This design comes from an exercise in tuning for small area, a short achievable clock period and few clock cycles per item on the open sky130 flow, not from production work.
The RTL was checked by simulation tests, not by an equivalence proof against the original design.
Power is estimated from default activity; no workload was simulated.

$ cat flow/design.v
module gen_pair (
    input  wire        clk,
    input  wire        rst,           
    input  wire        load,
    input  wire [10:0] cfg_width,     
    input  wire [31:0] cfg_p0,
    input  wire [63:0] cfg_p1,
    input  wire [63:0] cfg_p2,
    output wire [1:0]  err,           
    input  wire        beat_ready,
    output wire        beat_valid,
    output wire [63:0] beat,
    output wire [31:0] beat_addr,
    output wire [31:0] beat_step
);
    localparam [2:0] LIN_UP = 3'd0, LIN_DOWN = 3'd1, COMPLEMENT = 3'd2, GRAY = 3'd3,
                     ROW_FAST = 3'd4, COL_FAST = 3'd5, GALLOP = 3'd6, BUTTERFLY = 3'd7;
    localparam [3:0] SOLID = 4'd0, CHECKER = 4'd1, ROW_STRIPE = 4'd2, COL_STRIPE = 4'd3,
                     ADDR = 4'd4, PRBS7 = 4'd5, PRBS15 = 4'd6, PRBS23 = 4'd7, PRBS31 = 4'd8;
    wire [3:0]  d_aord     = cfg_p0[6:3];
    wire [3:0]  d_dpat     = cfg_p0[10:7];
    wire [7:0]  d_ratem1   = cfg_p0[18:11];
    wire [4:0]  d_colbits  = cfg_p0[23:19];
    wire [4:0]  d_rowbits  = cfg_p0[28:24];
    wire [2:0]  d_bankbits = cfg_p0[31:29];
    wire [31:0] d_start    = cfg_p1[31:0];
    wire [30:0] d_seed     = cfg_p1[62:32];
    wire [9:0]  d_aoff     = cfg_p2[9:0];
    wire        d_aen      = cfg_p2[10];
    wire [9:0]  d_doff     = cfg_p2[20:11];
    wire [9:0]  d_dwm1     = cfg_p2[30:21];
    wire        d_den      = cfg_p2[31];
    wire [15:0] d_step     = cfg_p2[47:32];
    wire        d_inv      = cfg_p2[48];
    wire [6:0]  d_ab7 = {2'b0, d_colbits} + {2'b0, d_rowbits} + {4'b0, d_bankbits};
    function cout12;
        input [11:0] x, y;
        input        ci;
        reg   [11:0] g, p;
        integer      i, d;
        begin
            g = x & y;
            p = x | y;
            g[0] = g[0] | (p[0] & ci);
            for (d = 1; d < 12; d = d * 2)
                for (i = 11; i >= d; i = i - 1) begin
                    g[i] = g[i] | (p[i] & g[i - d]);
                    p[i] = p[i] & p[i - d];
                end
            cout12 = g[11];
        end
    endfunction
    function [23:0] csa;
        input [11:0] a, b, c;
        csa = {(a & b | a & c | b & c) << 1, a ^ b ^ c};
    endfunction
    wire [11:0] d_nw = ~{1'b0, cfg_width};
    wire [23:0] d_k1 = csa({2'b0, d_aoff}, {7'b0, d_colbits}, {7'b0, d_rowbits});
    wire [23:0] d_k2 = csa(d_k1[11:0], d_k1[23:12], {9'b0, d_bankbits});
    wire [23:0] d_k3 = csa(d_k2[11:0], d_k2[23:12], d_nw);
    wire        d_ca = d_aen && cout12(d_k3[11:0], d_k3[23:12], 1'b0);
    wire [23:0] d_k4 = csa({2'b0, d_doff}, {2'b0, d_dwm1}, d_nw);
    wire        d_cd = d_den && cout12(d_k4[11:0], d_k4[23:12], 1'b1);
    wire        d_gb  = (d_aord == {1'b0, GALLOP}) || (d_aord == {1'b0, BUTTERFLY});
    wire d_ill   = d_aord[3] || (d_dpat > 4'd8) || (d_ab7 > 7'd32) ||
                   (d_gb && (d_ab7 == 7'd0 || d_ab7 > 7'd16)) || d_ca || d_cd;
    wire d_badw  = (cfg_width == 11'd0) || (cfg_width > 11'd1024);
    wire d_unsup = (cfg_width > 11'd64);
    reg  e_ill, e_badw, e_unsup;
    assign err = {!e_ill && (e_badw || e_unsup), e_ill || (!e_badw && e_unsup)};
    wire e_ok = !e_ill && !e_badw && !e_unsup;
    reg        pend;
    reg [2:0]  w_aord;
    reg [3:0]  w_dpat;
    reg [7:0]  w_ratem1;
    reg [4:0]  w_colbits;
    reg [4:0]  w_rowbits;
    reg [2:0]  w_bankbits;
    reg [31:0] w_start;
    reg [30:0] w_seed;
    reg        w_aen;
    reg [5:0]  w_aoff;
    reg        w_den;
    reg [5:0]  w_doff;
    reg [5:0]  w_dwm1;
    reg [15:0] w_step;
    reg        w_inv;
    wire commit = pend && e_ok;
    wire w_divord = (w_aord == GALLOP) || (w_aord == BUTTERFLY);
    wire [15:0] w_abs = w_step[15] ? 16'd0 - w_step : w_step;
    wire [30:0] w_s7, w_s15, w_s23, w_s31;
    assign w_s7[6:0]   = (w_seed[6:0]  == 7'd0)  ? 7'h7f       : w_seed[6:0];
    assign w_s15[14:0] = (w_seed[14:0] == 15'd0) ? 15'h7fff    : w_seed[14:0];
    assign w_s23[22:0] = (w_seed[22:0] == 23'd0) ? 23'h7fffff  : w_seed[22:0];
    assign w_s31       = (w_seed[30:0] == 31'd0) ? 31'h7fffffff : w_seed;
    genvar g;
    generate
        for (g = 7; g < 31; g = g + 1) begin : g_s7
            assign w_s7[g] = w_s7[g - 7] ^ w_s7[g - 1];
        end
        for (g = 15; g < 31; g = g + 1) begin : g_s15
            assign w_s15[g] = w_s15[g - 15] ^ w_s15[g - 1];
        end
        for (g = 23; g < 31; g = g + 1) begin : g_s23
            assign w_s23[g] = w_s23[g - 23] ^ w_s23[g - 5];
        end
    endgenerate
    wire [30:0] w_prbs = (w_dpat == PRBS7)  ? w_s7  :
                         (w_dpat == PRBS15) ? w_s15 :
                         (w_dpat == PRBS23) ? w_s23 : w_s31;
    reg [2:0]  aord;
    reg [3:0]  dpat;
    reg [7:0]  ratem1;
    reg [4:0]  colbits;
    reg [4:0]  rowbits;
    reg [5:0]  ab;
    reg [15:0] start;     
    reg        aen;
    reg [5:0]  aoff;
    reg        den;
    reg [5:0]  doff;
    reg [5:0]  dwm1;
    reg        inv;
    reg        sp;
    reg [15:0] sj;
    reg [15:0] sh;
    reg        shs;
    reg        sneg;      
    reg [31:0] x;
    reg [15:0] gj;
    reg        p;
    reg [31:0] an;
    reg [30:0] hist;
    reg        ovalid;
    reg [63:0] obeat;
    reg [31:0] oaddr;
    reg [31:0] ostep;
    reg [7:0]  rep;
    reg        last;      
    localparam [2:0] P_RUN = 3'd0, P_PRIME1 = 3'd1, P_PRIME2 = 3'd2,
                     P_DIV = 3'd5, P_NEG = 3'd6;
    reg [2:0]  phase;
    reg [3:0]  cnt;
    assign beat_valid = ovalid && !pend;
    assign beat       = obeat;
    assign beat_addr  = oaddr;
    assign beat_step  = ostep;
    wire xfer    = ovalid && !pend && beat_ready && !load;
    wire adv_b   = (xfer && last) || (phase == P_PRIME2);    
    wire adv_a   = adv_b || (phase == P_PRIME1);             
    wire [31:0] mask  = ~({32{1'b1}} << ab);
    wire is_gal = (aord == GALLOP);
    wire is_bf  = (aord == BUTTERFLY);
    wire [15:0] M = is_gal ? mask[15:0] : is_bf ? {10'd0, ab} : 16'd1;
    wire        c0    = p & sp;
    wire [16:0] m2    = {1'b0, gj} + {1'b0, sj} + {16'd0, c0};
    wire [16:0] cs_in = (phase == P_DIV) ? {sj, sh[15]} : m2;
    wire [17:0] cs_d  = {1'b0, cs_in} - {2'b0, M};
    wire        cs_ge = !cs_d[17];
    wire [16:0] cs_out = cs_ge ? cs_d[16:0] : cs_in;
    wire [31:0] xs0     = x + {{16{shs}}, sh};
    wire [31:0] xs1     = x + {{16{shs}}, sh} + 32'd1;
    wire [31:0] x_next  = (cs_ge ? xs1 : xs0) & mask;
    wire [15:0] gj_next = cs_out[15:0];
    wire        p_next  = p ^ sp;
    wire [16:0] nt   = {1'b0, sj} + {16'd0, sp};
    wire        b1   = (nt != 17'd0);
    wire [15:0] sh_neg = ~sh + {15'd0, !b1};
    wire [16:0] sj_neg = {1'b0, M} - nt;
    wire [31:0] xm = x & mask;
    wire [5:0]  rcw   = {1'b0, rowbits} + {1'b0, colbits};
    wire [32:0] wmsk  = (33'd1 << rcw) - 33'd1;
    wire [31:0] cmask = (32'd1 << colbits) - 32'd1;
    wire [31:0] a_rf  = (xm & ~wmsk[31:0]) | ((xm >> rowbits) & cmask) |
                        ((xm << colbits) & wmsk[31:0] & ~cmask);
    wire [15:0] gi    = x[15:0];
    wire [15:0] jj    = (gj >= gi) ? gj + 16'd1 : gj;
    wire [15:0] a_gal = (start + (p ? jj : gi)) & mask[15:0];
    reg [31:0] a;
    always @(*) begin
        case (aord)
            COMPLEMENT: a = p ? (xm ^ mask) : xm;
            GRAY:       a = xm ^ (xm >> 1);
            ROW_FAST:   a = a_rf;
            GALLOP:     a = {16'd0, a_gal};
            BUTTERFLY:  a = p ? xm : (xm ^ (32'd1 << gj[4:0]));
            default:    a = xm;
        endcase
    end
    wire c0b = (colbits != 5'd0) ? lo[0] : 1'b0;
    wire r0b = (rowbits != 5'd0) ? lo[colbits] : 1'b0;
    wire [31:0] r1 = an | (an << ab);
    wire [31:0] r2 = r1 | (r1 << {ab, 1'b0});
    wire [31:0] r3 = r2 | (r2 << {ab, 2'b0});
    wire [31:0] r4 = r3 | (r3 << {ab, 3'b0});
    wire [31:0] lo  = r4 | (r4 << {ab, 4'b0});
    reg  [5:0]  s32;      
    reg  [5:0]  s32c;
    wire [31:0] rm  = {32{1'b1}} >> s32;
    wire [31:0] rhi = ((lo >> s32) & rm) | ((lo << s32c) & ~rm);
    wire [63:0] addr_bits = {rhi, lo};
    wire [94:0] ext;
    generate
        for (g = 0; g < 31; g = g + 1) begin : g_hist
            assign ext[30 - g] = hist[g];
        end
    endgenerate
    wire p7 = (dpat == PRBS7), p15 = (dpat == PRBS15), p23 = (dpat == PRBS23);
    assign ext[31] = (p7 ? ext[3] : p15 ? ext[1] : p23 ? ext[8] : ext[0]) ^
                      (p7 ? ext[7] : p15 ? ext[3] : p23 ? ext[13] : ext[3]);
    assign ext[32] = (p7 ? ext[4] : p15 ? ext[2] : p23 ? ext[9] : ext[1]) ^
                      (p7 ? ext[8] : p15 ? ext[4] : p23 ? ext[14] : ext[4]);
    assign ext[33] = (p7 ? ext[5] : p15 ? ext[3] : p23 ? ext[10] : ext[2]) ^
                      (p7 ? ext[9] : p15 ? ext[5] : p23 ? ext[15] : ext[5]);
    assign ext[34] = (p7 ? ext[6] : p15 ? ext[4] : p23 ? ext[11] : ext[3]) ^
                      (p7 ? ext[10] : p15 ? ext[6] : p23 ? ext[16] : ext[6]);
    assign ext[35] = (p7 ? ext[7] : p15 ? ext[5] : p23 ? ext[12] : ext[4]) ^
                      (p7 ? ext[11] : p15 ? ext[7] : p23 ? ext[17] : ext[7]);
    assign ext[36] = (p7 ? ext[8] : p15 ? ext[6] : p23 ? ext[13] : ext[5]) ^
                      (p7 ? ext[12] : p15 ? ext[8] : p23 ? ext[18] : ext[8]);
    assign ext[37] = (p7 ? ext[9] : p15 ? ext[7] : p23 ? ext[14] : ext[6]) ^
                      (p7 ? ext[13] : p15 ? ext[9] : p23 ? ext[19] : ext[9]);
    assign ext[38] = (p7 ? ext[10] : p15 ? ext[8] : p23 ? ext[15] : ext[7]) ^
                      (p7 ? ext[14] : p15 ? ext[10] : p23 ? ext[20] : ext[10]);
    assign ext[39] = (p7 ? ext[11] : p15 ? ext[9] : p23 ? ext[16] : ext[8]) ^
                      (p7 ? ext[15] : p15 ? ext[11] : p23 ? ext[21] : ext[11]);
    assign ext[40] = (p7 ? ext[12] : p15 ? ext[10] : p23 ? ext[17] : ext[9]) ^
                      (p7 ? ext[16] : p15 ? ext[12] : p23 ? ext[22] : ext[12]);
    assign ext[41] = (p7 ? ext[13] : p15 ? ext[11] : p23 ? ext[18] : ext[10]) ^
                      (p7 ? ext[17] : p15 ? ext[13] : p23 ? ext[23] : ext[13]);
    assign ext[42] = (p7 ? ext[14] : p15 ? ext[12] : p23 ? ext[19] : ext[11]) ^
                      (p7 ? ext[18] : p15 ? ext[14] : p23 ? ext[24] : ext[14]);
    assign ext[43] = (p7 ? ext[15] : p15 ? ext[13] : p23 ? ext[20] : ext[12]) ^
                      (p7 ? ext[19] : p15 ? ext[15] : p23 ? ext[25] : ext[15]);
    assign ext[44] = (p7 ? ext[16] : p15 ? ext[14] : p23 ? ext[21] : ext[13]) ^
                      (p7 ? ext[20] : p15 ? ext[16] : p23 ? ext[26] : ext[16]);
    assign ext[45] = (p7 ? ext[17] : p15 ? ext[15] : p23 ? ext[22] : ext[14]) ^
                      (p7 ? ext[21] : p15 ? ext[17] : p23 ? ext[27] : ext[17]);
    assign ext[46] = (p7 ? ext[18] : p15 ? ext[16] : p23 ? ext[0] : ext[15]) ^
                      (p7 ? ext[22] : p15 ? ext[18] : p23 ? ext[10] : ext[18]);
    assign ext[47] = (p7 ? ext[19] : p15 ? ext[17] : p23 ? ext[1] : ext[16]) ^
                      (p7 ? ext[23] : p15 ? ext[19] : p23 ? ext[11] : ext[19]);
    assign ext[48] = (p7 ? ext[20] : p15 ? ext[18] : p23 ? ext[2] : ext[17]) ^
                      (p7 ? ext[24] : p15 ? ext[20] : p23 ? ext[12] : ext[20]);
    assign ext[49] = (p7 ? ext[21] : p15 ? ext[19] : p23 ? ext[3] : ext[18]) ^
                      (p7 ? ext[25] : p15 ? ext[21] : p23 ? ext[13] : ext[21]);
    assign ext[50] = (p7 ? ext[22] : p15 ? ext[20] : p23 ? ext[4] : ext[19]) ^
                      (p7 ? ext[26] : p15 ? ext[22] : p23 ? ext[14] : ext[22]);
    assign ext[51] = (p7 ? ext[23] : p15 ? ext[21] : p23 ? ext[5] : ext[20]) ^
                      (p7 ? ext[27] : p15 ? ext[23] : p23 ? ext[15] : ext[23]);
    assign ext[52] = (p7 ? ext[24] : p15 ? ext[22] : p23 ? ext[6] : ext[21]) ^
                      (p7 ? ext[28] : p15 ? ext[24] : p23 ? ext[16] : ext[24]);
    assign ext[53] = (p7 ? ext[25] : p15 ? ext[23] : p23 ? ext[7] : ext[22]) ^
                      (p7 ? ext[29] : p15 ? ext[25] : p23 ? ext[17] : ext[25]);
    assign ext[54] = (p7 ? ext[26] : p15 ? ext[24] : p23 ? ext[8] : ext[23]) ^
                      (p7 ? ext[30] : p15 ? ext[26] : p23 ? ext[18] : ext[26]);
    assign ext[55] = (p7 ? ext[27] : p15 ? ext[25] : p23 ? ext[9] : ext[24]) ^
                      (p7 ? ext[31] : p15 ? ext[27] : p23 ? ext[19] : ext[27]);
    assign ext[56] = (p7 ? ext[0] : p15 ? ext[26] : p23 ? ext[10] : ext[25]) ^
                      (p7 ? ext[8] : p15 ? ext[28] : p23 ? ext[20] : ext[28]);
    assign ext[57] = (p7 ? ext[1] : p15 ? ext[27] : p23 ? ext[11] : ext[26]) ^
                      (p7 ? ext[9] : p15 ? ext[29] : p23 ? ext[21] : ext[29]);
    assign ext[58] = (p7 ? ext[2] : p15 ? ext[28] : p23 ? ext[12] : ext[27]) ^
                      (p7 ? ext[10] : p15 ? ext[30] : p23 ? ext[22] : ext[30]);
    assign ext[59] = (p7 ? ext[3] : p15 ? ext[29] : p23 ? ext[13] : ext[28]) ^
                      (p7 ? ext[11] : p15 ? ext[31] : p23 ? ext[23] : ext[31]);
    assign ext[60] = (p7 ? ext[4] : p15 ? ext[0] : p23 ? ext[14] : ext[29]) ^
                      (p7 ? ext[12] : p15 ? ext[4] : p23 ? ext[24] : ext[32]);
    assign ext[61] = (p7 ? ext[5] : p15 ? ext[1] : p23 ? ext[15] : ext[30]) ^
                      (p7 ? ext[13] : p15 ? ext[5] : p23 ? ext[25] : ext[33]);
    assign ext[62] = (p7 ? ext[6] : p15 ? ext[2] : p23 ? ext[16] : ext[0]) ^
                      (p7 ? ext[14] : p15 ? ext[6] : p23 ? ext[26] : ext[6]);
    assign ext[63] = (p7 ? ext[7] : p15 ? ext[3] : p23 ? ext[17] : ext[1]) ^
                      (p7 ? ext[15] : p15 ? ext[7] : p23 ? ext[27] : ext[7]);
    assign ext[64] = (p7 ? ext[8] : p15 ? ext[4] : p23 ? ext[18] : ext[2]) ^
                      (p7 ? ext[16] : p15 ? ext[8] : p23 ? ext[28] : ext[8]);
    assign ext[65] = (p7 ? ext[9] : p15 ? ext[5] : p23 ? ext[19] : ext[3]) ^
                      (p7 ? ext[17] : p15 ? ext[9] : p23 ? ext[29] : ext[9]);
    assign ext[66] = (p7 ? ext[10] : p15 ? ext[6] : p23 ? ext[20] : ext[4]) ^
                      (p7 ? ext[18] : p15 ? ext[10] : p23 ? ext[30] : ext[10]);
    assign ext[67] = (p7 ? ext[11] : p15 ? ext[7] : p23 ? ext[21] : ext[5]) ^
                      (p7 ? ext[19] : p15 ? ext[11] : p23 ? ext[31] : ext[11]);
    assign ext[68] = (p7 ? ext[12] : p15 ? ext[8] : p23 ? ext[22] : ext[6]) ^
                      (p7 ? ext[20] : p15 ? ext[12] : p23 ? ext[32] : ext[12]);
    assign ext[69] = (p7 ? ext[13] : p15 ? ext[9] : p23 ? ext[23] : ext[7]) ^
                      (p7 ? ext[21] : p15 ? ext[13] : p23 ? ext[33] : ext[13]);
    assign ext[70] = (p7 ? ext[14] : p15 ? ext[10] : p23 ? ext[24] : ext[8]) ^
                      (p7 ? ext[22] : p15 ? ext[14] : p23 ? ext[34] : ext[14]);
    assign ext[71] = (p7 ? ext[15] : p15 ? ext[11] : p23 ? ext[25] : ext[9]) ^
                      (p7 ? ext[23] : p15 ? ext[15] : p23 ? ext[35] : ext[15]);
    assign ext[72] = (p7 ? ext[16] : p15 ? ext[12] : p23 ? ext[26] : ext[10]) ^
                      (p7 ? ext[24] : p15 ? ext[16] : p23 ? ext[36] : ext[16]);
    assign ext[73] = (p7 ? ext[17] : p15 ? ext[13] : p23 ? ext[27] : ext[11]) ^
                      (p7 ? ext[25] : p15 ? ext[17] : p23 ? ext[37] : ext[17]);
    assign ext[74] = (p7 ? ext[18] : p15 ? ext[14] : p23 ? ext[28] : ext[12]) ^
                      (p7 ? ext[26] : p15 ? ext[18] : p23 ? ext[38] : ext[18]);
    assign ext[75] = (p7 ? ext[19] : p15 ? ext[15] : p23 ? ext[29] : ext[13]) ^
                      (p7 ? ext[27] : p15 ? ext[19] : p23 ? ext[39] : ext[19]);
    assign ext[76] = (p7 ? ext[20] : p15 ? ext[16] : p23 ? ext[30] : ext[14]) ^
                      (p7 ? ext[28] : p15 ? ext[20] : p23 ? ext[40] : ext[20]);
    assign ext[77] = (p7 ? ext[21] : p15 ? ext[17] : p23 ? ext[31] : ext[15]) ^
                      (p7 ? ext[29] : p15 ? ext[21] : p23 ? ext[41] : ext[21]);
    assign ext[78] = (p7 ? ext[22] : p15 ? ext[18] : p23 ? ext[32] : ext[16]) ^
                      (p7 ? ext[30] : p15 ? ext[22] : p23 ? ext[42] : ext[22]);
    assign ext[79] = (p7 ? ext[23] : p15 ? ext[19] : p23 ? ext[33] : ext[17]) ^
                      (p7 ? ext[31] : p15 ? ext[23] : p23 ? ext[43] : ext[23]);
    assign ext[80] = (p7 ? ext[24] : p15 ? ext[20] : p23 ? ext[34] : ext[18]) ^
                      (p7 ? ext[32] : p15 ? ext[24] : p23 ? ext[44] : ext[24]);
    assign ext[81] = (p7 ? ext[25] : p15 ? ext[21] : p23 ? ext[35] : ext[19]) ^
                      (p7 ? ext[33] : p15 ? ext[25] : p23 ? ext[45] : ext[25]);
    assign ext[82] = (p7 ? ext[26] : p15 ? ext[22] : p23 ? ext[36] : ext[20]) ^
                      (p7 ? ext[34] : p15 ? ext[26] : p23 ? ext[46] : ext[26]);
    assign ext[83] = (p7 ? ext[27] : p15 ? ext[23] : p23 ? ext[37] : ext[21]) ^
                      (p7 ? ext[35] : p15 ? ext[27] : p23 ? ext[47] : ext[27]);
    assign ext[84] = (p7 ? ext[28] : p15 ? ext[24] : p23 ? ext[38] : ext[22]) ^
                      (p7 ? ext[36] : p15 ? ext[28] : p23 ? ext[48] : ext[28]);
    assign ext[85] = (p7 ? ext[29] : p15 ? ext[25] : p23 ? ext[39] : ext[23]) ^
                      (p7 ? ext[37] : p15 ? ext[29] : p23 ? ext[49] : ext[29]);
    assign ext[86] = (p7 ? ext[30] : p15 ? ext[26] : p23 ? ext[40] : ext[24]) ^
                      (p7 ? ext[38] : p15 ? ext[30] : p23 ? ext[50] : ext[30]);
    assign ext[87] = (p7 ? ext[31] : p15 ? ext[27] : p23 ? ext[41] : ext[25]) ^
                      (p7 ? ext[39] : p15 ? ext[31] : p23 ? ext[51] : ext[31]);
    assign ext[88] = (p7 ? ext[32] : p15 ? ext[28] : p23 ? ext[42] : ext[26]) ^
                      (p7 ? ext[40] : p15 ? ext[32] : p23 ? ext[52] : ext[32]);
    assign ext[89] = (p7 ? ext[33] : p15 ? ext[29] : p23 ? ext[43] : ext[27]) ^
                      (p7 ? ext[41] : p15 ? ext[33] : p23 ? ext[53] : ext[33]);
    assign ext[90] = (p7 ? ext[34] : p15 ? ext[30] : p23 ? ext[44] : ext[28]) ^
                      (p7 ? ext[42] : p15 ? ext[34] : p23 ? ext[54] : ext[34]);
    assign ext[91] = (p7 ? ext[35] : p15 ? ext[31] : p23 ? ext[45] : ext[29]) ^
                      (p7 ? ext[43] : p15 ? ext[35] : p23 ? ext[55] : ext[35]);
    assign ext[92] = (p7 ? ext[36] : p15 ? ext[32] : p23 ? ext[0] : ext[30]) ^
                      (p7 ? ext[44] : p15 ? ext[36] : p23 ? ext[20] : ext[36]);
    assign ext[93] = (p7 ? ext[37] : p15 ? ext[33] : p23 ? ext[1] : ext[31]) ^
                      (p7 ? ext[45] : p15 ? ext[37] : p23 ? ext[21] : ext[37]);
    assign ext[94] = (p7 ? ext[38] : p15 ? ext[34] : p23 ? ext[2] : ext[32]) ^
                      (p7 ? ext[46] : p15 ? ext[38] : p23 ? ext[22] : ext[38]);
    wire [63:0] prbs_bits = ext[94:31];
    wire [61:0] hs5 = dwm1[5] ? ext[94:33] : ext[62:1];
    wire [45:0] hs4 = dwm1[4] ? hs5[61:16] : hs5[45:0];
    wire [37:0] hs3 = dwm1[3] ? hs4[45:8]  : hs4[37:0];
    wire [33:0] hs2 = dwm1[2] ? hs3[37:4]  : hs3[33:0];
    wire [31:0] hs1 = dwm1[1] ? hs2[33:2]  : hs2[31:0];
    wire [30:0] hs0 = dwm1[0] ? hs1[31:1]  : hs1[30:0];
    wire [30:0] hist_next;
    generate
        for (g = 0; g < 31; g = g + 1) begin : g_hn
            assign hist_next[g] = hs0[30 - g];
        end
    endgenerate
    reg [63:0] pattern;
    always @(*) begin
        case (dpat)
            CHECKER:    pattern = {32{2'b10}} ^ {64{r0b ^ c0b}};
            ROW_STRIPE: pattern = {64{r0b}};
            COL_STRIPE: pattern = {64{c0b}};
            ADDR:       pattern = addr_bits;
            PRBS7, PRBS15, PRBS23, PRBS31: pattern = prbs_bits;
            default:    pattern = 64'd0;
        endcase
    end
    wire [63:0] dmask   = {64{1'b1}} >> (6'd63 - dwm1);
    wire [63:0] data    = (pattern ^ {64{inv}}) & dmask & {64{den}};
    wire [31:0] ao      = lo & mask;
    wire [63:0] a_field = aen ? ({32'd0, ao} << aoff) : 64'd0;
    wire [63:0] d_field = data << doff;
    wire [63:0] beat_nx = a_field ^ d_field;
    always @(*) begin
        case (ab)
            6'd1: begin s32 = 6'd0; s32c = 6'd1; end
            6'd2: begin s32 = 6'd0; s32c = 6'd2; end
            6'd3: begin s32 = 6'd2; s32c = 6'd1; end
            6'd4: begin s32 = 6'd0; s32c = 6'd4; end
            6'd5: begin s32 = 6'd2; s32c = 6'd3; end
            6'd6: begin s32 = 6'd2; s32c = 6'd4; end
            6'd7: begin s32 = 6'd4; s32c = 6'd3; end
            6'd8: begin s32 = 6'd0; s32c = 6'd8; end
            6'd9: begin s32 = 6'd5; s32c = 6'd4; end
            6'd10: begin s32 = 6'd2; s32c = 6'd8; end
            6'd11: begin s32 = 6'd10; s32c = 6'd1; end
            6'd12: begin s32 = 6'd8; s32c = 6'd4; end
            6'd13: begin s32 = 6'd6; s32c = 6'd7; end
            6'd14: begin s32 = 6'd4; s32c = 6'd10; end
            6'd15: begin s32 = 6'd2; s32c = 6'd13; end
            6'd16: begin s32 = 6'd0; s32c = 6'd16; end
            6'd17: begin s32 = 6'd15; s32c = 6'd2; end
            6'd18: begin s32 = 6'd14; s32c = 6'd4; end
            6'd19: begin s32 = 6'd13; s32c = 6'd6; end
            6'd20: begin s32 = 6'd12; s32c = 6'd8; end
            6'd21: begin s32 = 6'd11; s32c = 6'd10; end
            6'd22: begin s32 = 6'd10; s32c = 6'd12; end
            6'd23: begin s32 = 6'd9; s32c = 6'd14; end
            6'd24: begin s32 = 6'd8; s32c = 6'd16; end
            6'd25: begin s32 = 6'd7; s32c = 6'd18; end
            6'd26: begin s32 = 6'd6; s32c = 6'd20; end
            6'd27: begin s32 = 6'd5; s32c = 6'd22; end
            6'd28: begin s32 = 6'd4; s32c = 6'd24; end
            6'd29: begin s32 = 6'd3; s32c = 6'd26; end
            6'd30: begin s32 = 6'd2; s32c = 6'd28; end
            6'd31: begin s32 = 6'd1; s32c = 6'd30; end
            6'd32: begin s32 = 6'd0; s32c = 6'd32; end
            default: begin s32 = 6'd0; s32c = 6'd0; end
        endcase
    end
    always @(posedge clk) begin
        if (load) begin
            w_aord     <= d_aord[2:0];
            w_dpat     <= d_dpat;
            w_ratem1   <= d_ratem1;
            w_colbits  <= d_colbits;
            w_rowbits  <= d_rowbits;
            w_bankbits <= d_bankbits;
            w_start    <= d_start;
            w_seed     <= d_seed;
            w_aen      <= d_aen;
            w_aoff     <= d_aoff[5:0];
            w_den      <= d_den;
            w_doff     <= d_doff[5:0];
            w_dwm1     <= d_dwm1[5:0];
            w_step     <= d_step;
            w_inv      <= d_inv;
        end
    end
    always @(posedge clk) begin
        if (load || rst) begin
            e_ill   <= d_ill && !rst;
            e_badw  <= d_badw && !rst;
            e_unsup <= d_unsup && !rst;
        end
    end
    wire clr = rst || commit;            
    wire adv_run = xfer && last;         
    always @(posedge clk) begin
        if (rst) begin
            pend    <= 1'b0;
            aord    <= LIN_UP;
            dpat    <= SOLID;
            ratem1  <= 8'd0;
            colbits <= 5'd0;
            rowbits <= 5'd0;
            ab      <= 6'd0;
            start   <= 16'd0;
            aen     <= 1'b0;
            aoff    <= 6'd0;
            den     <= 1'b0;
            doff    <= 6'd0;
            dwm1    <= 6'd0;
            inv     <= 1'b0;
            ovalid  <= 1'b0;
            phase   <= P_PRIME1;       
            cnt     <= 4'd0;
        end else if (commit) begin
            pend    <= load;
            aord    <= w_aord;
            dpat    <= w_dpat;
            ratem1  <= w_ratem1;
            colbits <= w_colbits;
            rowbits <= w_rowbits;
            ab      <= {1'b0, w_colbits} + {1'b0, w_rowbits} + {3'b0, w_bankbits};
            start   <= w_start[15:0];
            aen     <= w_aen;
            aoff    <= w_aoff;
            den     <= w_den;
            doff    <= w_doff;
            dwm1    <= w_dwm1;
            inv     <= w_inv;
            ovalid  <= 1'b0;
            cnt     <= (w_divord && w_abs[15:5] == 11'd0) ? 4'd11 : 4'd0;
            phase   <= w_divord ? P_DIV : P_PRIME1;
        end else begin
            pend <= load;
            case (phase)
                P_DIV: begin
                    cnt   <= cnt + 4'd1;
                    if (cnt == 4'd14)
                        phase <= sneg ? P_NEG : P_PRIME1;
                end
                P_NEG:    phase <= P_PRIME1;
                P_PRIME1: phase <= P_PRIME2;
                P_PRIME2: begin
                    ovalid <= 1'b1;
                    phase  <= P_RUN;
                end
                default: ;
            endcase
        end
    end
    always @(posedge clk) begin
        if (commit) begin
            sneg    <= w_step[15];
            sj      <= 16'd0;
            if (w_divord) begin
                sp  <= w_step[0];
                shs <= 1'b0;
                sh  <= (w_abs[15:5] == 11'd0) ? {w_abs[4:0], 11'd0} : w_abs;
            end else if (w_aord == COMPLEMENT) begin
                sp  <= w_step[0];
                sh  <= {w_step[15], w_step[15:1]};
                shs <= w_step[15];
            end else if (w_aord == LIN_DOWN) begin
                sp  <= 1'b0;
                sh  <= 16'd0 - w_step;
                shs <= !w_step[15] && (w_step != 16'd0);
            end else begin
                sp  <= 1'b0;
                sh  <= w_step;
                shs <= w_step[15];
            end
        end else if (phase == P_DIV) begin
            sj    <= cs_out[15:0];
            sh    <= {(cnt == 4'd14) ? 1'b0 : sh[14], sh[13:0], cs_ge};
        end else if (phase == P_NEG) begin
            sh    <= sh_neg;
            sj    <= b1 ? sj_neg[15:0] : 16'd0;
        end
    end
    always @(posedge clk) begin
        if (commit || adv_a) begin
            x  <= commit ? ((w_aord == GALLOP) ? 32'd0 : w_start) : x_next;
            gj <= commit ? 16'd0 : gj_next;
            p  <= commit ? 1'b0 : p_next;
        end
    end
    always @(posedge clk) begin
        if (adv_a)
            an <= a;
    end
    always @(posedge clk) begin
        if (commit)
            hist <= w_prbs;
        else if (adv_b)
            hist <= hist_next;
    end
    always @(posedge clk) begin
        if (adv_b) begin
            obeat <= beat_nx;
            oaddr <= ao;
        end
    end
    always @(posedge clk) begin
        if (clr || adv_run)
            ostep <= (ostep + 32'd1) & {32{!clr}};
    end
    always @(posedge clk) begin
        if (clr || xfer) begin
            rep  <= (last || clr) ? 8'd0 : rep + 8'd1;
            last <= rst ? 1'b1 : commit ? (w_ratem1 == 8'd0) :
                    last ? (ratem1 == 8'd0) : (rep + 8'd1 == ratem1);
        end
    end
endmodule
$ cat flow/flow/run.sh
#!/bin/bash
# Layout flow: the standard flow (standard.sh) unchanged except for two
# optimisation settings. The clock, its period and the I/O constraints are
# the design's; every port still gets a buffer.
#  - the timing repair keeps a larger setup margin, so that it sizes and
#    buffers the longest paths instead of stopping once the 30 ns clock is met;
#  - the port buffers are buf_4 cells instead of the delay cells picked by
#    default.
export SETUP_SLACK_MARGIN=22.5
export BUFFER_PORTS_ARGS="-buffer_cell sky130_fd_sc_hd__buf_4"
bash standard.sh > standard.log 2>&1
$ cat flow/standard.sh
#!/bin/bash
# synth_recipe.tcl (not shown) runs the flow's synth.tcl, then flattens the netlist and writes it again
# the make line also repeats each setting of config.mk as NAME=value (left out here)
make -C /OpenROAD-flow-scripts/flow DESIGN_CONFIG=/design/flow/config.mk WORK_HOME=/design/flow/orfs CLKGATE_MAP_FILE= SYNTH_SCRIPT=/design/flow/synth_recipe.tcl "${@:-finish}"
$ cat flow/config.mk
export PLATFORM = sky130hd
export DESIGN_NAME = gen_pair
export DESIGN_NICKNAME = gen_pair
export VERILOG_FILES = /design/flow/design.v
export SDC_FILE = /design/flow/constraint.sdc
export NUM_CORES = 4
export LEC_CHECK = 0
export ABC_AREA = 1
export CAP_MARGIN = 60
export CORE_MARGIN = 2
export CORE_UTILIZATION = 50
export PLACE_DENSITY = 0.65
export SLEW_MARGIN = 60
$ cat flow/constraint.sdc
create_clock -name core_clock -period 30.0 [get_ports {clk}]
set_input_delay 6.0000 -clock core_clock [delete_from_list [all_inputs] [get_ports {clk}]]
set_output_delay 6.0000 -clock core_clock [all_outputs]
set_load 0.01 [all_outputs]
==> metrics list <==
- Of all flip-flops after synthesis, the portion carrying an async set or reset was 0%.
- Fmax: 123 MHz
* First-pass GRT wire length: 415000 µm
* Number of antenna violations at the first check in global routing: 18
- Entering global routing, the biggest net connects 79 pins.
- Number of hold buffers added after CTS: 0
- Clock tree synthesis found a total of 502 sinks.
- Worst supply voltage drop on vdd: 0.154 mV
- Sorting the synthesized cells by area gives the leading types as sky130_fd_sc_hd__edfxtp_1 20%, sky130_fd_sc_hd__nand2_1 17%, sky130_fd_sc_hd__nand3_1 11%.
- In this run the static leakage power is 30.2 nW.
* HPWL Detailed: 218000 µm
- Along the worst path, the maximum fanout reaches 2.
* Worst slew margin relative to its limit: 54.2%
* Number of max-capacitance violations reported: 0
- At the later pin of the worst-skew pair, clock insertion delay measures 0.72 ns.
- Clock slew seen by the registers of the worst setup and hold paths: 0.06 ns
* Max Slew Vio Count: 0
- ANT nets after route: 0
- In this run the worst hold path is classified as register to register.
* Synthesized netlist net count: 10100
- For this configuration, the core starts out at a cell density of 50.4%.
* Top-level I/O count: 306
- Maximum single-stage delay on the critical path: 0.57 ns
- For the pin with the worst max-slew slack, the measured transition is 0.687 ns.
* Setup Total Neg Slack: 0 ns
- After global routing the overflow that remains totals 0.
- The post-route netlist has 9.59% of its cells at a drive strength greater than 1.
- Last weighted congestion value of the routability-driven placer: 1.13
- The mapped netlist covers 59600 µm².
- In this run, synthesis produced a sequential element count of 502.
* H-tree levels: 2
- Data arrival time at the worst-slack endpoint: 8.71 ns
- Final routed wire length divided by cell count: 25.3 µm
- On the final layout, the worst clock skew is 0.0520 ns.
- The critical path is of the primary input to register type.
* Cell row count: 126
- Final net count: 10100
- Number of distinct library cells after synthesis: 88
* Number of buffers created by CTS: 61
- In the routed layout, each cell is associated on average with a via count of 6.46.
- The tree is rooted in a sky130_fd_sc_hd__clkbuf_16.
- Count of flip-flops with a built-in enable after synthesis: 399
- Number of cells traversed by the worst hold path: 2
- Summed over all instances, the cell type with the most area after synthesis is sky130_fd_sc_hd__edfxtp_1.
* Number of DRC violations after detailed routing: 0
- Die area: 122000 µm²
* Power density over the cells: 73.1 nW/µm²
* Core Box Area: 118000 µm²
- Critical path buffers and inverters: 1
- Non-Filler Instances: 11300
- For this run, the number of Yosys warnings is 1.
* Sequential share of the synthesized area: 23.6%
* Critical path required time: 30.55 ns
- The worst setup path is launched from a primary input.
* Final hold violation count: 0
* Most frequent standard cell in the layout excluding fill and tap cells: sky130_fd_sc_hd__nand2_1
- The count of buffers added on input and output ports is 286.
- CTS max path bufs: 3
* Die Span Y: 349 µm
* Final Setup Violations: 0
- The via count of the first global-routing pass came to 65200.
- Top-area cell type share of the netlist area: 20.1%
- On the final layout, the worst hold slack is 0.473 ns.
- Counting stages on the worst path, the most repeated cell is sky130_fd_sc_hd__fa_1.
- Total instance count after detailed placement: 11200
* Die extent in x: 349 µm
- The number of cells on the worst reg-to-reg path is 39.
- For this block, the via count after detailed routing is 73200.
- Critical-path cell with the highest stage delay: sky130_fd_sc_hd__fa_1
- Final wirelength: 286000 µm
- Crit share post-route: 27.2%
- Kind of end point of the critical path: register
- Number of DRC violations after detailed-routing iteration 0: 12700
* Cell breakdown of the critical path: buf_6 -> fa_1 -> fa_2 -> fa_1 -> o22ai_1 -> o21ai_1 -> o21a_1 -> o221ai_2 -> a311oi_1 -> o221ai_1 -> a31oi_1
- Syn avg cell area: 6.10 µm²
- The smallest clock period supported by the final layout is computed as 8.15 ns.
- Global-route usage over all layers: 44.9%
- Layout area overhead: 11.3%
- Number of logic stages on the critical path including buffering: 11
- Most used cells in the layout excluding fill and tap cells: 2641 x sky130_fd_sc_hd__nand2_1, 1333 x sky130_fd_sc_hd__nand3_1, 854 x sky130_fd_sc_hd__o21ai_0, 831 x sky130_fd_sc_hd__inv_1, 762 x sky130_fd_sc_hd__nor2_1
- After technology mapping, the gate count stands at 9771.
- TritonCTS clock tree: built
- 1st-pass router iterations: 10
* Critical path's top delay family: adder cells
- Setup repair after global routing could not meet its margin everywhere.
- Result of the run: timing/DRC/antenna clean
- The most used flip-flop cell after synthesis is sky130_fd_sc_hd__edfxtp_1.
[flip-flops by register name (all words and copies together) (netlist names), 16 cells and up]
signal	cells
gj	16
an	32
ostep	32
sj	16
obeat	64
hist	31
x	32
w_start	32
w_step	16
w_seed	31
sh	16
start	16
oaddr	32
[worst reg2reg max path: cells and delay by family, from the launching register on]
kind / cells / cell delay, ns
XOR/XNOR: 1 / 0.52
AO/OA/AOI/OAI: 5 / 0.95
buffers and inverters: 13 / 2.73
flip-flops: 1 / 0.32
AND/OR/NAND/NOR: 20 / 2.48
[report_power, final]
group	switching, W	internal, W
registers	0.000171	0.000957
clock network	0.000349	0.000446
logic	0.00197	0.000954
[repair_timing]
action / in CTS / in global routing
gates cloned: 1 / 3
pin swaps: 14 / 8
gates resized for setup: 45 / 59
endpoints found under the setup margin: 252 / 80
hold endpoints to repair: 0 / 0
setup buffers: 6 / 4
[synthesized netlist by cell type, types with 9 or more instances]
master / count
sky130_fd_sc_hd__or2_2: 37
sky130_fd_sc_hd__o211ai_1: 107
sky130_fd_sc_hd__nor4_1: 31
sky130_fd_sc_hd__dfxtp_1: 103
sky130_fd_sc_hd__o221ai_1: 61
sky130_fd_sc_hd__nand4_1: 110
sky130_fd_sc_hd__xor2_2: 9
sky130_fd_sc_hd__o21bai_1: 21
sky130_fd_sc_hd__a22oi_1: 15
sky130_fd_sc_hd__a31oi_1: 71
sky130_fd_sc_hd__o21ai_1: 65
sky130_fd_sc_hd__o2111ai_1: 13
sky130_fd_sc_hd__o311ai_0: 18
sky130_fd_sc_hd__inv_2: 58
sky130_fd_sc_hd__a211oi_1: 21
sky130_fd_sc_hd__o21a_1: 10
sky130_fd_sc_hd__clkinv_1: 36
sky130_fd_sc_hd__a32o_1: 12
sky130_fd_sc_hd__nor3_1: 130
sky130_fd_sc_hd__o32ai_1: 10
sky130_fd_sc_hd__nand3b_1: 39
sky130_fd_sc_hd__a2111oi_0: 14
sky130_fd_sc_hd__o31ai_1: 18
sky130_fd_sc_hd__nor2_1: 803
sky130_fd_sc_hd__clkbuf_1: 381
sky130_fd_sc_hd__a221oi_1: 10
sky130_fd_sc_hd__xor2_1: 177
sky130_fd_sc_hd__buf_1: 119
sky130_fd_sc_hd__nand2_1: 2655
sky130_fd_sc_hd__nand2_2: 13
sky130_fd_sc_hd__inv_1: 866
sky130_fd_sc_hd__o21ai_0: 911
sky130_fd_sc_hd__fa_1: 38
sky130_fd_sc_hd__edfxtp_1: 399
sky130_fd_sc_hd__mux2i_1: 52
sky130_fd_sc_hd__o22ai_1: 68
sky130_fd_sc_hd__a21oi_1: 479
sky130_fd_sc_hd__buf_2: 56
sky130_fd_sc_hd__xnor2_1: 94
sky130_fd_sc_hd__ha_1: 158
sky130_fd_sc_hd__nand3_1: 1338
[cell type report]
type                            instances  area [µm²]
Inverter                              961        3710
Fill cell                           11700       51800
Tap cell                             1536        1920
Timing Repair Buffer                  461        3900
Multi-Input combinational cell       7744       40500
Clock buffer                           76        1710
Antenna cell                            5        12.5
Clock inverter                         40         427
Sequential cell                       502       14100
[routing by layer]
layer	vias up	routed length, µm	GRT usage, %
met5	-	188	0
met3	1010	40400	12.7
met1	33700	111000	60.7
met4	14	18900	24.0
li1	33100	-	-
met2	5323	116000	64.6
[worst paths after layout]
| check | start | end | slack (ns) |
|---|---|---|---|
| worst min register to register | start[13]$_SDFFE_PP0P_ | start[13]$_SDFFE_PP0P_ | 0.47 |
| worst max-delay path | cfg_p2[2] | e_ill$_DFFE_PP_ | 21.85 |
| worst max register to register | ab[2]$_SDFFE_PP0P_ | obeat[4]$_DFFE_PP_ | 22.71 |
| worst min-delay path | start[13]$_SDFFE_PP0P_ | start[13]$_SDFFE_PP0P_ | 0.47 |
[metrics by stage]
| stage | util [%] | setup WS, ns | cell area (µm²) | total power, W |
|---|---|---|---|---|
| after floorplan | - | 21.45 | 59600 | 0.00297 |
| after detailed placement | 53.6 | 21.05 | 63300 | 0.00383 |
| after CTS | 55.6 | 21.87 | 65700 | 0.00466 |
| after global placement | 52.9 | 21.13 | 62500 | 0.00371 |
| after global routing | 56.1 | 21.77 | 66300 | 0.00513 |
| final | 56.1 | 21.85 | 66300 | 0.00485 |
[cells by family after synthesis]
kind of cell               share of synthesized area, %
muxes                                             0.874
adders and majority gates                          4.60
AOI/OAI and AO/OA                                  19.4
DFF                                                23.6
xor gates and xnor gates                           4.30
and+or+nand+nor                                    37.4
buffers and inverters                              9.84
Testbench counts, summed over its fixed seeds: cycles 51,038, beats 48,947.

[static timing again, ports no longer ideal]
The flow's constraints put no driver on any port. The routed layout listed below was extracted and timed again, unchanged, in two steps.
Step 1, drivers: a clkbuf_16 drives clk and a buf_2 each remaining input, both assumed.
Step 2, shift: input delay + t, output delay - t, t = (earliest + latest rising clock arrival at the registers) / 2. This alone moves slack from input paths to output paths.
Slacks: ideal / step 1 / step 2; pairs: ideal / step 1.
t, ns: 0.784
setup slack, ns: 21.846 / 21.887 / 21.102
worst hold slack (ns): 0.473 / 0.473 / 0.473
worst slew at a driven data input, ns: 0.12
pins driven straight from the clock port: 1
After both steps setup and hold are still met in this run. For this run, drivers alone change the setup slack by +0.041 ns; drivers and shift together by -0.744 ns.
